This is an optimization exercise on Yosys and OpenROAD, whose aim is small area, a short achievable clock period and few clock cycles, not a production implementation.
Only simulation tests tie the RTL to the original design; equivalence was not proved.
Power and IR drop assume default switching activity.

===== flow/flow/run.sh =====
#!/bin/bash
# The standard layout (standard.sh: the standard flow's synthesis and ORFS flow, unchanged),
# except that the port buffers are sky130_fd_sc_hd__buf_2 instead of the
# smallest buffer buffer_ports picks on its own, and timing repair aims for
# more setup slack than the 27 ns clock leaves it to find on its own.
set -euo pipefail
export BUFFER_PORTS_ARGS="-buffer_cell sky130_fd_sc_hd__buf_2"
export SETUP_SLACK_MARGIN=21
bash standard.sh finish > standard_flow.log 2>&1

===== flow/standard.sh =====
#!/bin/bash
# synth_recipe.tcl (not shown) runs the flow's synth.tcl, then flattens the netlist and writes it again
# the make line also repeats each setting of config.mk as NAME=value (left out here)
make -C /OpenROAD-flow-scripts/flow DESIGN_CONFIG=/design/flow/config.mk WORK_HOME=/design/flow/orfs CLKGATE_MAP_FILE= SYNTH_SCRIPT=/design/flow/synth_recipe.tcl "${@:-finish}"

===== flow/config.mk =====
export PLATFORM = sky130hd
export DESIGN_NAME = rot_check
export DESIGN_NICKNAME = rot_check
export VERILOG_FILES = /design/flow/design.v
export SDC_FILE = /design/flow/constraint.sdc
export NUM_CORES = 4
export LEC_CHECK = 0
export CAP_MARGIN = 10
export CORE_MARGIN = 2
export CORE_UTILIZATION = 70
export CTS_BUF_LIST = sky130_fd_sc_hd__clkbuf_16
export CTS_CLUSTER_DIAMETER = 150
export CTS_CLUSTER_SIZE = 24
export SLEW_MARGIN = 10

===== flow/constraint.sdc =====
create_clock -name core_clock -period 27.0 [get_ports {clk}]
set_input_delay 5.4000 -clock core_clock [delete_from_list [all_inputs] [get_ports {clk}]]
set_output_delay 5.4000 -clock core_clock [all_outputs]
set_load 0.01 [all_outputs]

===== flow/design.v =====
module rot_check (
    input  wire        clk,
    input  wire        rst,
    input  wire        ro_we,
    input  wire [5:0]  ro_addr,
    input  wire [9:0]  ro_data,
    input  wire        start,
    input  wire [6:0]  k_in,
    input  wire [5:0]  m_in,
    input  wire [10:0] pphi_in,
    input  wire        phi_valid,
    input  wire [5:0]  phi_data,
    output wire        phi_ready,
    output reg         tab_valid,
    output reg  [5:0]  tab_phi,
    output reg  [5:0]  tab_x,
    output reg  [5:0]  tab_row,
    output wire        idle,
    output reg         done,
    output reg  [3:0]  result,
    output reg  [5:0]  row_a,
    output reg  [5:0]  row_b,
    output reg  [9:0]  phase_index
);
    localparam [3:0] RES_PASS        = 4'd0;
    localparam [3:0] RES_FIRING_MAP  = 4'd1;
    localparam [3:0] RES_COVERAGE    = 4'd2;
    localparam [3:0] RES_PHASE_RANGE = 4'd5;
    localparam [3:0] RES_LIMIT       = 4'd6;
    reg        idle_r;
    reg        ready_r;
    reg        st_first;             
    reg        st_run;               
    reg        st_emit;              
    assign idle      = idle_r;
    wire       idl = ~(st_first | st_run | st_emit);
    assign phi_ready = ready_r;
    reg [6:0]  k;
    reg [5:0]  m;
    reg [10:0] pphi;
    reg        we_q;                 
    reg [5:0]  wa_q;
    reg [9:0]  wd_q;
    reg [9:0]  row_ofs [0:63];
    always @(posedge clk) begin
        we_q <= ro_we & idl;
        wa_q <= ro_addr;
        wd_q <= ro_data;
        if (we_q)
            row_ofs[wa_q] <= wd_q;
    end
    reg        pv_q;                 
    reg [5:0]  pd_q;                 
    reg [10:0] idx;                  
    reg        stream_ok;            
    reg [63:0] seen;
    reg [5:0]  dphi [1:63];          
    reg [6:0]  ndist;
    reg [5:0]  phi0;
    wire       p_take  = pv_q & st_run & ~stream_ok;
    wire       rdy_int = st_first | (st_run & ~stream_ok);    
    wire       take0   = phi_valid & (st_first | (rdy_int & ~w_started));    
    wire       p_bad   = {1'b0, pd_q} >= k;
    wire       p_new   = ~seen[pd_q];
    always @(posedge clk) begin
        pv_q <= phi_valid & rdy_int;
        pd_q <= phi_data;
        if (p_take && !p_bad && p_new && ndist != 7'd0)
            dphi[ndist[5:0]] <= pd_q;
    end
    reg        a_v;
    reg [5:0]  a_s, a_r;
    reg        b_v;
    reg [5:0]  b_r;
    reg [9:0]  b_ofs;
    reg        c_v, d_v, e_v, f_v, g_v;
    reg [5:0]  g_s;                  
    reg [10:0] c_val, d_val;
    reg [9:0]  e_val;
    reg [7:0]  f_val;
    reg [5:0]  g_x;
    reg        cov_bad;
    reg        cov_ok;               
    reg        w_started;            
    reg        fm_bad;
    reg [63:0] own_v;
    reg [5:0]  owner [0:63];
    wire [6:0] a_sinc  = {1'b0, a_s} + {1'b0, m};
    wire [5:0] a_snext = (a_sinc >= k) ? (a_sinc - k) : a_sinc[5:0];
    wire       a_last  = ({1'b0, a_r} == k - 7'd1);
    wire       a_cov   = (a_r != 6'd0) && (a_s == phi0);
    wire [6:0] g_sinc  = {1'b0, g_s} + {1'b0, m};
    wire [5:0] g_snext = (g_sinc >= k) ? (g_sinc - k) : g_sinc[5:0];
    wire [10:0] dv [0:11];
    assign dv[11] = {1'b0, b_ofs} + {5'd0, b_r};
    genvar gi;
    generate
        for (gi = 10; gi >= 0; gi = gi - 1) begin : g_red
            wire [10:0] vin = (gi == 7) ? c_val : (gi == 5) ? d_val :
                              (gi == 3) ? {1'b0, e_val} : (gi == 1) ? {3'd0, f_val} : dv[gi + 1];
            wire [10:0] sh  = vin >> gi;
            wire [7:0]  df  = {1'b0, sh[6:0]} - {1'b0, k};
            wire [10:0] lo  = vin & ((11'd1 << gi) - 11'd1);
            wire [17:0] up  = {10'd0, df} << gi;
            assign dv[gi] = df[7] ? vin : (up[10:0] | lo);
        end
    endgenerate
    wire       g_hit   = own_v[g_x];
    wire [5:0] own_rd;
    reg  [5:0] ptr;
    wire [5:0] own_a  = g_v ? g_x : ptr;
    reg  [5:0] own_q;
    integer    oi;
    always @(*) begin
        own_q = 6'd0;
        for (oi = 0; oi < 64; oi = oi + 1)
            own_q = own_q | (owner[oi] & {6{own_a == oi[5:0]}});
    end
    assign own_rd = own_q;
    reg  [9:0] ofs_rd;
    integer    ri;
    always @(*) begin
        ofs_rd = 10'd0;
        for (ri = 0; ri < 64; ri = ri + 1)
            ofs_rd = ofs_rd | (row_ofs[ri] & {10{a_s == ri[5:0]}});
    end
    wire       walk_busy = a_v | b_v | c_v | d_v | e_v | f_v | g_v;
    always @(posedge clk) begin
        if (g_v)
            owner[g_x] <= g_s;
    end
    reg [5:0]  ecnt;
    reg [6:0]  jn;
    reg [5:0]  sacc, sd;
    reg [5:0]  cur_phi;
    wire [5:0] nphi    = dphi[jn[5:0]];
    wire [6:0] sinc    = {1'b0, sacc} + {1'b0, m};
    wire [5:0] snext   = (sinc >= k) ? (sinc - k) : sinc[5:0];
    wire [6:0] pinc    = {1'b0, ptr} + 7'd1;
    wire       e_lastx = ({1'b0, ecnt} == k - 7'd1);
    wire       last_in = (idx + 11'd1 == pphi);
    wire       p_ok    = p_take & ~p_bad;
    wire       s_done  = stream_ok | (p_ok & last_in);
    wire       fm_early = fm_bad & cov_ok;
    wire       decide  = st_run & s_done & ((w_started & ~walk_busy) | fm_early);
    wire       go      = decide & ~cov_bad & ~fm_bad;
    wire       issue   = st_emit | go;
    wire       lastph  = (p_ok & p_new) ? (jn == ndist + 7'd1) : (jn == ndist);
    wire       limit_bad = (k == 7'd0) || (k > 7'd64) || ({1'b0, m} >= k) ||
                           (pphi == 11'd0) || (pphi > 11'd1024);
    integer i;
    always @(posedge clk) begin
        done      <= 1'b0;
        tab_valid <= 1'b0;
        if (idl) begin
            k    <= k_in;
            m    <= m_in;
            pphi <= pphi_in;
        end
        b_v   <= a_v & ~a_cov;
        b_r   <= a_r;
        b_ofs <= ofs_rd;
        c_v   <= b_v;
        c_val <= dv[8];
        d_v   <= c_v;
        d_val <= dv[6];
        e_v   <= d_v;
        e_val <= dv[4][9:0];
        f_v   <= e_v;
        f_val <= dv[2][7:0];
        g_v   <= f_v;
        g_x   <= dv[0][5:0];
        if (a_v) begin
            if (a_cov) begin
                cov_bad <= 1'b1;
                a_v     <= 1'b0;
            end else begin
                if (a_r == k[6:1]) cov_ok <= 1'b1;
                a_s <= a_snext;
                a_r <= a_r + 6'd1;
                if (a_last) a_v <= 1'b0;
            end
        end
        if (g_v) begin
            g_s        <= g_snext;
            own_v[g_x] <= 1'b1;
            if (g_hit && !fm_bad) begin
                fm_bad <= 1'b1;
                row_a  <= own_rd;
                row_b  <= g_s;
            end
        end
        if (st_first) begin
            st_first    <= 1'b0;
            seen        <= 64'd0;
            own_v       <= 64'd0;
            ndist       <= 7'd0;
            idx         <= 11'd0;
            stream_ok   <= 1'b0;
            cov_bad     <= 1'b0;
            cov_ok      <= 1'b0;
            w_started   <= 1'b0;
            fm_bad      <= 1'b0;
            row_a       <= 6'd0;
            row_b       <= 6'd0;
            phase_index <= 10'd0;
            a_v         <= 1'b0;
            b_v         <= 1'b0;
            c_v         <= 1'b0;
            d_v         <= 1'b0;
            e_v         <= 1'b0;
            f_v         <= 1'b0;
            g_v         <= 1'b0;
            ptr         <= 6'd0;
            ecnt        <= 6'd0;
            jn          <= 7'd1;
            sd          <= 6'd0;
            if (limit_bad) begin
                idle_r  <= 1'b1;
                ready_r <= 1'b0;
                done    <= 1'b1;
                result  <= RES_LIMIT;
            end else begin
                st_run  <= 1'b1;
            end
        end
        if (p_take) begin
            if (p_bad) begin
                st_run      <= 1'b0;
                idle_r      <= 1'b1;
                ready_r     <= 1'b0;
                done        <= 1'b1;
                result      <= RES_PHASE_RANGE;
                row_a       <= 6'd0;
                row_b       <= 6'd0;
                phase_index <= idx[9:0];
            end else begin
                if (p_new) begin
                    seen[pd_q] <= 1'b1;
                    ndist      <= ndist + 7'd1;
                end
                idx <= idx + 11'd1;
                if (last_in) begin
                    stream_ok <= 1'b1;
                    ready_r   <= 1'b0;
                end
            end
        end
        if (take0) begin
            phi0      <= phi_data;
            cur_phi   <= phi_data;
            sacc      <= phi_data;
            a_v       <= 1'b1;
            w_started <= 1'b1;
            a_s       <= phi_data;
            g_s       <= phi_data;
            a_r       <= 6'd0;
        end
        if (decide) begin
            st_run <= 1'b0;
            if (cov_bad || fm_bad) begin
                idle_r <= 1'b1;
                done   <= 1'b1;
                result <= cov_bad ? RES_COVERAGE : RES_FIRING_MAP;
                if (cov_bad) begin
                    row_a <= 6'd0;
                    row_b <= 6'd0;
                end
            end else begin
                st_emit <= 1'b1;
            end
        end
        tab_phi <= cur_phi;
        tab_x   <= ecnt;
        tab_row <= own_rd;
        if (issue) begin
            tab_valid <= 1'b1;
            ecnt      <= ecnt + 6'd1;
            ptr       <= (pinc == {1'b0, k}) ? 6'd0 : pinc[5:0];
            if (sd == 6'd0 || sacc != nphi) begin
                sacc <= snext;
                sd   <= sd + 6'd1;
            end
            if (e_lastx) begin
                ecnt <= 6'd0;
                if (lastph) begin
                    st_emit <= 1'b0;
                    idle_r  <= 1'b1;
                    done    <= 1'b1;
                    result  <= RES_PASS;
                end else begin
                    jn      <= jn + 7'd1;
                    cur_phi <= nphi;
                    ptr     <= sd;
                    sacc    <= phi0;
                    sd      <= 6'd0;
                end
            end
        end
        if (idl && start) begin
            idle_r   <= 1'b0;
            ready_r  <= 1'b1;
            st_first <= 1'b1;
        end
        if (rst) begin
            idle_r    <= 1'b1;
            ready_r   <= 1'b0;
            st_first  <= 1'b0;
            st_run    <= 1'b0;
            st_emit   <= 1'b0;
            done      <= 1'b0;
            tab_valid <= 1'b0;
        end
    end
endmodule

==> impl_metrics.yaml, run 1 <==
final_layout:
  drive_gt1_frac: 0.123
  layout_common_cells: "1456 x edfxtp_1, 419 x nor2_1, 353 x nand4_1"
  finalInstanceArea_mm2: 0.0777
  final_net_count: 5264
  syn2layout_area_growth_pct: 7.54
  antenna_cells: 0
  mostFrequentLayoutCell: "edfxtp_1"
worst_setup_path:
  cpMaxStageDelayCell: "dfxtp_2"
  ff2ff_path_depth: 12
  path_depth: 1
  r2r_slack_ns: 21.32
  crit_family: "flip-flops"
  arrival_ns: 1.17
  cp-start-kind: "register"
  critical_path.max_fanout: 2
  path_class: "reg -> out"
  path_buf_inv: 1
  end_kind: "primary output"
  max_stage_delay_ns: 0.36
  cp_cell_sequence: "buf_6"
  cp.required_ns: 21.60
synthesis:
  synth_seq_cells: 1782
  syn-mean-instance-area_um2: 14.5
  syn_nets: 5193
  synth.area.top_cells: "edfxtp_1 60%, dfxtp_1 9.0%, nand4_1 3.1%, mux4_2 2.9%, nor2_1 2.5%"
  ys.warnings.count: 1
  synth_flop_cell: "edfxtp_1"
  yosysUniqueCellTypes: 77
  async_flop_share: 0
  synth_cells: 4993
  synth_top_area_cell: "edfxtp_1"
  ys_seq_area_frac: 0.695
  synth_edf_count: 1456
  syn_area_mm2: 0.0723
  synth_top_cell_area_share: 0.605
detailed_routing:
  dr.pass1.iters: 8
  ant_nets: 0
  drt-vias-per-instance: 7.37
  wl_per_cell_um: 33.0
  drc_errors: 0
  routed_wl_mm: 215
  via_count: 47900
  drt-initial-drc-count: 8390
timing:
  period_minus_slack_ns: 6.57
  relSlewSlack: 0.0521
  finalHoldViolations: 0
  maxSlewViolCount: 0
  whs_ns: 0.333
  tightest_slew_ns: 1.42
  fmax_ghz: 0.152
  skew_ns: 0.0402
  fin_crit_sh: 0.243
  setup_violations: 0
  fin_setup_tns_ns: 0
  rsz0062_at_grt: "true"
  finalWorstSetupSlack_ns: 20.43
global_route:
  grt_use_total: 0.402
  antenna_found_initial: 8
  grt_pass1_wl_mm: 309
  gr-total-overflow: 0
  grt_max_degree: 87
  grt_pass1_vias: 44800
power:
  ir_worst_vdd_uv: 76.1
  total_power_mw: 6.06
  powerDensity_mw_per_mm2: 77.9
  p_leak_nw: 26.1
place:
  portBuffers: 98
  placed_area_mm2: 0.0749
  hpwl_mm: 136
  place_congestion: 1.03
  pre_cts_ws_ns: 20.15
clock_network:
  ctsHoldBuffers: 0
  cts.clk_slew.worst_paths_ns: 0.09
  cts_root_buf: "clkbuf_16"
  cts_sinks: 1782
  cts_buffers: 84
  clock_latency_ns: 0.72
  clockBufferDepth: 3
  cts_tree: "built"
  cts.htree.levels: 3
min_path:
  worstHoldPathCells: 0
  min_path_type: "reg -> reg"
job:
  max-cap-violations: 0
die:
  rows: 117
  die-area_mm2: 0.106
  ios: 99
  core_mm2: 0.102
  fp.dieH_um: 325
  die_x_um: 325
  initial_core_util: 0.709
run_status:
  status: "finished clean"
-- cell type report --
cell class	instances	area [µm²]
flip-flops and latches	1782	50300
fillers	6136	24300
clock inverters	71	314
repair buffers	252	1870
well taps	1368	1710
multi-input cells	2857	21000
clock buffers	87	2180
inverters	87	342
-- cells by family after synthesis --
| logic type | Yosys count | synth area share |
|---|---|---|
| AOI/OAI and AO/OA | 876 | 0.0909 |
| adders and majority gates | 149 | 0.0274 |
| muxes | 232 | 0.0486 |
| xor gates and xnor gates | 150 | 0.0184 |
| DFF | 1782 | 0.695 |
| buffers and inverters | 354 | 0.0195 |
| and+or+nand+nor | 1450 | 0.100 |
-- sequential cells by signal, indices dropped and copies added, names as in the netlist, 11 cells and up --
signal   cells
c_val       11
d_val       11
dphi       378
idx         11
own_v       64
owner      384
pphi        11
row_ofs    640
seen        64
-- worst paths after layout --
kind                                     to     start
worst min-delay path               e_val[1]  d_val[1]
worst max-delay path               row_b[4]  row_b[4]
worst min register to register     e_val[1]  d_val[1]
worst max register to register  dphi[10][5]      k[1]
-- synthesized netlist by cell type, types with 19 or more instances --
cell type	number
o21ai_0	101
mux2i_1	110
xnor2_1	91
mux2_2	30
nor2_1	482
nand2b_1	29
and2_1	19
a221oi_1	174
mux4_2	92
buf_1	28
ha_1	133
a31oi_1	57
nand3_1	160
a21oi_1	120
a32oi_1	26
a22oi_1	27
nand4_1	353
clkbuf_1	197
nor2b_1	43
nand2_1	195
buf_2	32
and3_1	38
a21o_1	52
a22o_1	169
o2bb2ai_1	62
edfxtp_1	1456
dfxtp_1	326
nor3_1	28
inv_1	86
xor2_1	58
nor4_1	32
-- layer usage --
layer,share of wire,global-route usage,up-vias,routed length (µm)
met3,0.14,0.101,733,30000
met2,0.45,0.604,3957,95600
met5,0.00042,0,-,90
li1,-,-,19800,-
met4,0.062,0.199,12,13300
met1,0.35,0.556,23400,75800
-- through the flow --
| stage | util | cells |
|---|---|---|
| floorplan | - | 4993 |
| global placement | 0.734 | 6334 |
| detailed placement | 0.734 | 6334 |
| CTS | 0.761 | 6494 |
| global route | 0.762 | 6504 |
| finish | 0.762 | 6504 |
-- what timing repair did --
action	CTS	global route
gates resized for setup	63	16
endpoints found under the setup margin	361	380
setup buffers	2	9
endpoints found under the hold margin	0	0
-- report_power, final --
group,internal (mW),switching (mW)
logic,0.502,0.893
registers,3.12,0.104
clock network,0.595,0.845
Testbench counts, summed over its fixed seeds: cycles 170,856.
==> run 2, diff against run 1 <==
--- a/flow/config.mk
+++ b/flow/config.mk
@@ -7,5 +7,5 @@
 export LEC_CHECK = 0
-export CAP_MARGIN = 10
+export CAP_MARGIN = 0
 export CORE_MARGIN = 2
-export CORE_UTILIZATION = 70
+export CORE_UTILIZATION = 65
 export CTS_BUF_LIST = sky130_fd_sc_hd__clkbuf_16
@@ -13,2 +13,2 @@
 export CTS_CLUSTER_SIZE = 24
-export SLEW_MARGIN = 10
+export SLEW_MARGIN = 0
==> impl_metrics.yaml, run 2 <==
timing:
  setup_violations: 0
  whs_ns: 0.324
  fin_setup_tns_ns: 0
  rsz0062_at_grt: "true"
  relSlewSlack: 0.0339
  fmax_ghz: 0.152
  skew_ns: 0.0423
  period_minus_slack_ns: 6.56
  maxSlewViolCount: 0
  finalHoldViolations: 0
  tightest_slew_ns: 1.44
  fin_crit_sh: 0.243
power:
  powerDensity_mw_per_mm2: 77.7
  p_leak_nw: 26.1
  ir_worst_vdd_uv: 83.9
  total_power_mw: 6.06
detailed_routing:
  wl_per_cell_um: 32.6
  drc_errors: 0
  wl_met2_mm: 97.0
  drt-initial-drc-count: 7363
  dr.pass1.iters: 6
  wl_met3_mm: 26.5
  ant_nets: 0
  routed_wl_mm: 216
  drt-met1-wl_mm: 79.2
  via_count: 47000
  top_layer: "met5"
  drt-vias-per-instance: 7.10
die:
  die_x_um: 338
  ios: 99
  core_mm2: 0.111
  fp.dieH_um: 338
  die-area_mm2: 0.114
  initial_core_util: 0.654
  rows: 122
final_layout:
  largest_reg_flops: 640
  multi_input_area_mm2: 0.0210
  syn2layout_area_growth_pct: 7.74
  fin_util: 0.705
  fillers: 7514
  stdcell_count: 6620
  seq_area_mm2: 0.0503
  regMostFlops: "row_ofs"
  final_net_count: 5263
  mostFrequentLayoutCell: "edfxtp_1"
  drive_gt1_frac: 0.123
  layout_common_cells: "1456 x edfxtp_1, 415 x nor2_1, 353 x nand4_1"
clock_network:
  cts_root_buf: "clkbuf_16"
  cts_sinks: 1782
  clockBufferDepth: 3
  ctsHoldBuffers: 0
  cts.htree.levels: 3
  clock_latency_ns: 0.72
  cts_buffers: 84
  cts.clk_slew.worst_paths_ns: 0.11
  cts_tree: "built"
worst_setup_path:
  path_class: "reg -> out"
  end_kind: "primary output"
  cp_cell_sequence: "buf_6"
  cp-start-kind: "register"
  path_buf_inv: 1
  cp-startpoint: "phase_index[6]"
  arrival_ns: 1.16
  cpMaxStageDelayCell: "dfxtp_2"
  max_stage_delay_ns: 0.36
  regToRegStartpoint: "k[4]"
  crit_family: "flip-flops"
  critical_path.max_fanout: 2
  cp.required_ns: 21.60
synthesis:
  syn_nets: 5193
  ys.warnings.count: 1
  synth.area.top_cells: "edfxtp_1 60%, dfxtp_1 9.0%, nand4_1 3.1%, mux4_2 2.9%, nor2_1 2.5%"
  synth_flop_cell: "edfxtp_1"
  synth.most_common_cell: "edfxtp_1"
  synth_top_cell_area_share: 0.605
  ys_seq_area_frac: 0.695
  syn-mean-instance-area_um2: 14.5
  synth_cells: 4993
  ys_top_cells_by_count: "1456 x edfxtp_1, 482 x nor2_1, 353 x nand4_1"
  syn_area_mm2: 0.0723
  synth_top_area_cell: "edfxtp_1"
  yosysUniqueCellTypes: 77
  synth_edf_count: 1456
  synth_seq_cells: 1782
  async_flop_share: 0
place:
  place_congestion: 1.01
  portBuffers: 98
  hpwl_mm: 138
  placed_cells: 6460
run_status:
  status: "finished clean"
min_path:
  min_path_type: "reg -> reg"
  hold_start: "c_val[0]"
global_route:
  grt_max_degree: 87
  gr-total-overflow: 0
  antenna_found_initial: 5
  grt_use_total: 0.379
  grt_pass1_vias: 44000
  grt_pass1_wl_mm: 308
job:
  max-cap-violations: 0
-- run 2: cell counts after synthesis --
No cell type changed its count.
-- run 2: metrics by stage --
step / instance area [µm²] / setup WS (ns)
after global routing: 77900 / 20.39
after floorplan: 72300 / 20.71
after global placement: 75100 / 20.13
final: 77900 / 20.44
after CTS: 77800 / 20.41
after detailed placement: 75100 / 20.15
-- run 2: kinds of logic after synthesis --
group	synth area share
flip-flops	0.695
adder cells (fa/ha/maj)	0.0274
AO/OA/AOI/OAI	0.0909
XOR/XNOR	0.0184
buffers and inverters	0.0195
multiplexers	0.0486
AND/OR/NAND/NOR	0.100
-- run 2: path summary, 6_finish.rpt --
path | end | slack (ns) | cells after the start
worst max register to register | dphi[49][2] | 21.45 | 10
worst min-delay path | d_val[0] | 0.32 | 0
worst max-delay path | phase_index[6] | 20.44 | 1
worst min register to register | d_val[0] | 0.32 | 0
-- run 2: metal layers --
| metal | global-route usage | vias up |
|---|---|---|
| li1 | - | 19800 |
| met1 | 0.519 | 23300 |
| met2 | 0.575 | 3316 |
| met3 | 0.0878 | 663 |
| met4 | 0.189 | 10 |
| met5 | 0 | - |
-- run 2: layout make-up --
class	count	share of cell area
inverter	87	0.00439
clock inverter	68	0.00403
multi-input combinational	2857	0.270
sequential	1782	0.646
tap	1488	0.0239
antenna	1	0.0000321
timing repair buffer	251	0.0241
clock buffer	86	0.0276
-- run 2: repair_timing --
| action | CTS | global route |
|---|---|---|
| setup endpoints to repair | 253 | 380 |
| buffers inserted | 1 | 4 |
| cloned | 0 | 0 |
| gates resized for setup | 60 | 23 |
-- run 2: power breakdown --
group	internal, mW	total [mW]	leakage, nW	switching [mW]
clock network	0.588	1.43	1.43	0.847
registers	3.12	3.22	15.8	0.0978
logic	0.499	1.41	8.87	0.906
==> run 3, diff against run 2 <==
==> flow/config.mk (replaced) <==
export PLATFORM = sky130hd
export DESIGN_NAME = rot_check
export DESIGN_NICKNAME = rot_check
export VERILOG_FILES = /design/flow/design.v
export SDC_FILE = /design/flow/constraint.sdc
export NUM_CORES = 4
export LEC_CHECK = 0
export CAP_MARGIN = 10
export CORE_MARGIN = 2
export CORE_UTILIZATION = 60
export CTS_BUF_LIST = sky130_fd_sc_hd__clkbuf_8
export CTS_CLUSTER_DIAMETER = 120
export CTS_CLUSTER_SIZE = 16
export SLEW_MARGIN = 10
==> impl_metrics.yaml, run 3 <==
worst_setup_path:
  cp.required_ns: 21.60
  regToRegStartpoint: "jn[1]"
  critical_path.max_fanout: 2
  crit_family: "flip-flops"
  ff2ff_path_depth: 12
  path_class: "reg -> out"
  cp-start-kind: "register"
  end_kind: "primary output"
  r2r-end: "sd[5]"
  arrival_ns: 1.36
  path_buf_inv: 1
  max_stage_delay_ns: 0.35
  cp_cell_sequence: "buf_6"
  cpMaxStageDelayCell: "dfxtp_2"
  r2r_slack_ns: 21.29
global_route:
  grt_pass1_wl_mm: 318
  grt_use_met2: 0.548
  top_usage_layer: "met2"
  grt_use_total: 0.362
  grt_max_degree: 87
  gr-total-overflow: 0
  use_met1: 0.509
  antenna_found_initial: 10
  grtUsageMet3: 0.0802
  grt_pass1_vias: 44000
detailed_routing:
  drc_errors: 0
  dr.pass1.iters: 8
  wl_per_cell_um: 32.8
  via_count: 47100
  routed_wl_mm: 224
  drt-vias-per-instance: 6.91
  ant_nets: 0
  drt-initial-drc-count: 7388
die:
  die_x_um: 351
  initial_core_util: 0.604
  core_mm2: 0.120
  fp.dieH_um: 351
  ios: 99
  rows: 127
  die-area_mm2: 0.123
synthesis:
  synth_edf_count: 1456
  ys_top_cells_by_count: "1456 x edfxtp_1, 482 x nor2_1, 353 x nand4_1"
  synth.most_common_cell: "edfxtp_1"
  syn_area_mm2: 0.0723
  synth_top_area_cell: "edfxtp_1"
  muxShareOfSynthArea: 0.0486
  async_flop_share: 0
  ys_seq_area_frac: 0.695
  synth_seq_cells: 1782
  syn_nets: 5193
  synth_top_family_by_area: "simple AND/OR/NAND/NOR gates"
  synth.area.top_cells: "edfxtp_1 60%, dfxtp_1 9.0%, nand4_1 3.1%, mux4_2 2.9%, nor2_1 2.5%"
  yosysUniqueCellTypes: 77
  synth_adder_area_share: 0.0274
  synth_cells: 4993
  synth-simple-area-share: 0.100
  ys.warnings.count: 1
  synth_top_cell_area_share: 0.605
  syn-mean-instance-area_um2: 14.5
  synth_flop_cell: "edfxtp_1"
  synth-xor-area-share: 0.0184
  synth-compound-area-share: 0.0909
clock_network:
  ctsHoldBuffers: 0
  cts_sinks: 1782
  cts_root_buf: "clkbuf_8"
  clock_latency_ns: 0.94
  cts_tree: "built"
  cts_buffers: 121
  cts.clk_slew.worst_paths_ns: 0.12
  cts.htree.levels: 3
  clockBufferDepth: 3
final_layout:
  fin_util: 0.649
  layout_common_cells: "1456 x edfxtp_1, 411 x nor2_1, 353 x nand4_1"
  mostFrequentLayoutCell: "edfxtp_1"
  syn2layout_area_growth_pct: 7.44
  largest_reg_flops: 640
  final_net_count: 5298
  fillers: 8815
  regMostFlops: "row_ofs"
  stdcell_count: 6820
  drive_gt1_frac: 0.128
power:
  p_leak_nw: 26.1
  powerDensity_mw_per_mm2: 76.1
  ir_worst_vdd_uv: 58.9
place:
  placed_cells: 6584
  hpwl_mm: 143
  portBuffers: 98
  place_congestion: 0.987
timing:
  relSlewSlack: 0.0401
  finalHoldViolations: 0
  tightest_slew_ns: 1.43
  fin_crit_sh: 0.250
  whs_ns: 0.294
  setup_violations: 0
  fin_setup_tns_ns: 0
  period_minus_slack_ns: 6.76
  skew_ns: 0.0907
  fmax_ghz: 0.148
  rsz0062_at_grt: "true"
  maxSlewViolCount: 0
job:
  max-cap-violations: 0
min_path:
  worstHoldPathCells: 0
  hold_start: "e_val[1]"
  min_path_type: "reg -> reg"
  whs_endpoint: "f_val[1]"
run_status:
  status: "finished clean"
==> run 3: power by group <==
group	total (mW)	internal, mW	leakage (nW)	switching, mW
clock network	1.29	0.426	1.43	0.860
logic	1.41	0.499	8.85	0.914
registers	3.21	3.12	15.8	0.0960
total	5.91	4.04	26.1	1.87
==> run 3: cell families after synthesis <==
group	after synthesis
buffers and inverters	354
AND/OR/NAND/NOR	1450
flip-flops	1782
XOR/XNOR	150
AO/OA/AOI/OAI	876
multiplexers	232
adder cells (fa/ha/maj)	149
==> run 3: worst max-delay path by stage <==
stage,start,end,slack [ns],cells past startpoint
finish,result[0],result[0],20.24,1
global route,result[0],result[0],20.20,1
floorplan,phi_valid,sacc[5],20.71,7
detailed placement,phi_valid,sacc[5],20.07,8
CTS,result[0],result[0],20.18,1
global placement,phi_valid,sacc[5],20.09,8
==> run 3: metal layers <==
metal  up-vias  wire length [µm]
met5         -                34
met4         6             11100
met3       524             25700
met2      3102            101000
met1     23600             86100
li1      19900                 -
==> run 3: final cells by class <==
class	instances	area, µm²	area share
repair buffers	249	1840	0.0237
multi-input cells	2857	21000	0.271
clock inverters	107	440	0.00567
well taps	1612	2020	0.0260
flip-flops and latches	1782	50300	0.648
inverters	87	339	0.00437
diodes	4	10.0	0.000129
clock buffers	122	1680	0.0216
==> run 3: timing repair <==
action	4_1_cts	5_1_grt
setup buffers	1	1
endpoints found under the setup margin	60	82
pin swaps	0	0
resized for setup	58	17
endpoints found under the hold margin	0	0
==> run 3: metrics by stage <==
stage | total power, mW | setup WS, ns | area, µm²
detailed placement | 4.64 | 20.07 | 75200
global route | 6.12 | 20.20 | 77700
CTS | 5.89 | 20.18 | 77600
global placement | 4.62 | 20.09 | 75200
finish | 5.91 | 20.24 | 77700
floorplan | 4.15 | 20.71 | 72300
==> run 3: worst register-to-register path, delay by kind of cell (launching register included) <==
kind / cells / cell delay (ns)
DFF: 1 / 0.63
AOI/OAI and AO/OA: 6 / 1.83
xor gates and xnor gates: 1 / 0.31
and+or+nand+nor: 2 / 0.81
muxes: 1 / 0.59
buffers and inverters: 2 / 1.48

==> afterwards: timing with drivers on the ports <==
No port has a modelled driver above. Below, the same layouts with a new extraction and two added sets of constraints. Step 1 sets driving cells, clkbuf_16 on the clock port and buf_2 on the other inputs (assumed; they add their load-dependent delay and slew). Step 2, shift: input delay + t, output delay - t, t = (earliest + latest rising clock arrival at the registers) / 2. This alone moves slack from input paths to output paths. Slacks: no drivers / after step 1 / after step 2; pairs: no drivers / after step 1.
run | shift t [ns] | setup WS [ns] | cell pins on the clock port's net
run 1 | 0.786 | 20.431 / 20.347 / 20.333 | 1
run 2 | 0.778 | 20.438 / 20.359 / 20.324 | 1
run 3 | 0.974 | 20.241 / 20.165 / 20.205 | 1
After both steps setup and hold are still met in every run listed. For run 2, which loses most, drivers alone change the setup slack by -0.079 ns; drivers and shift together by -0.114 ns.
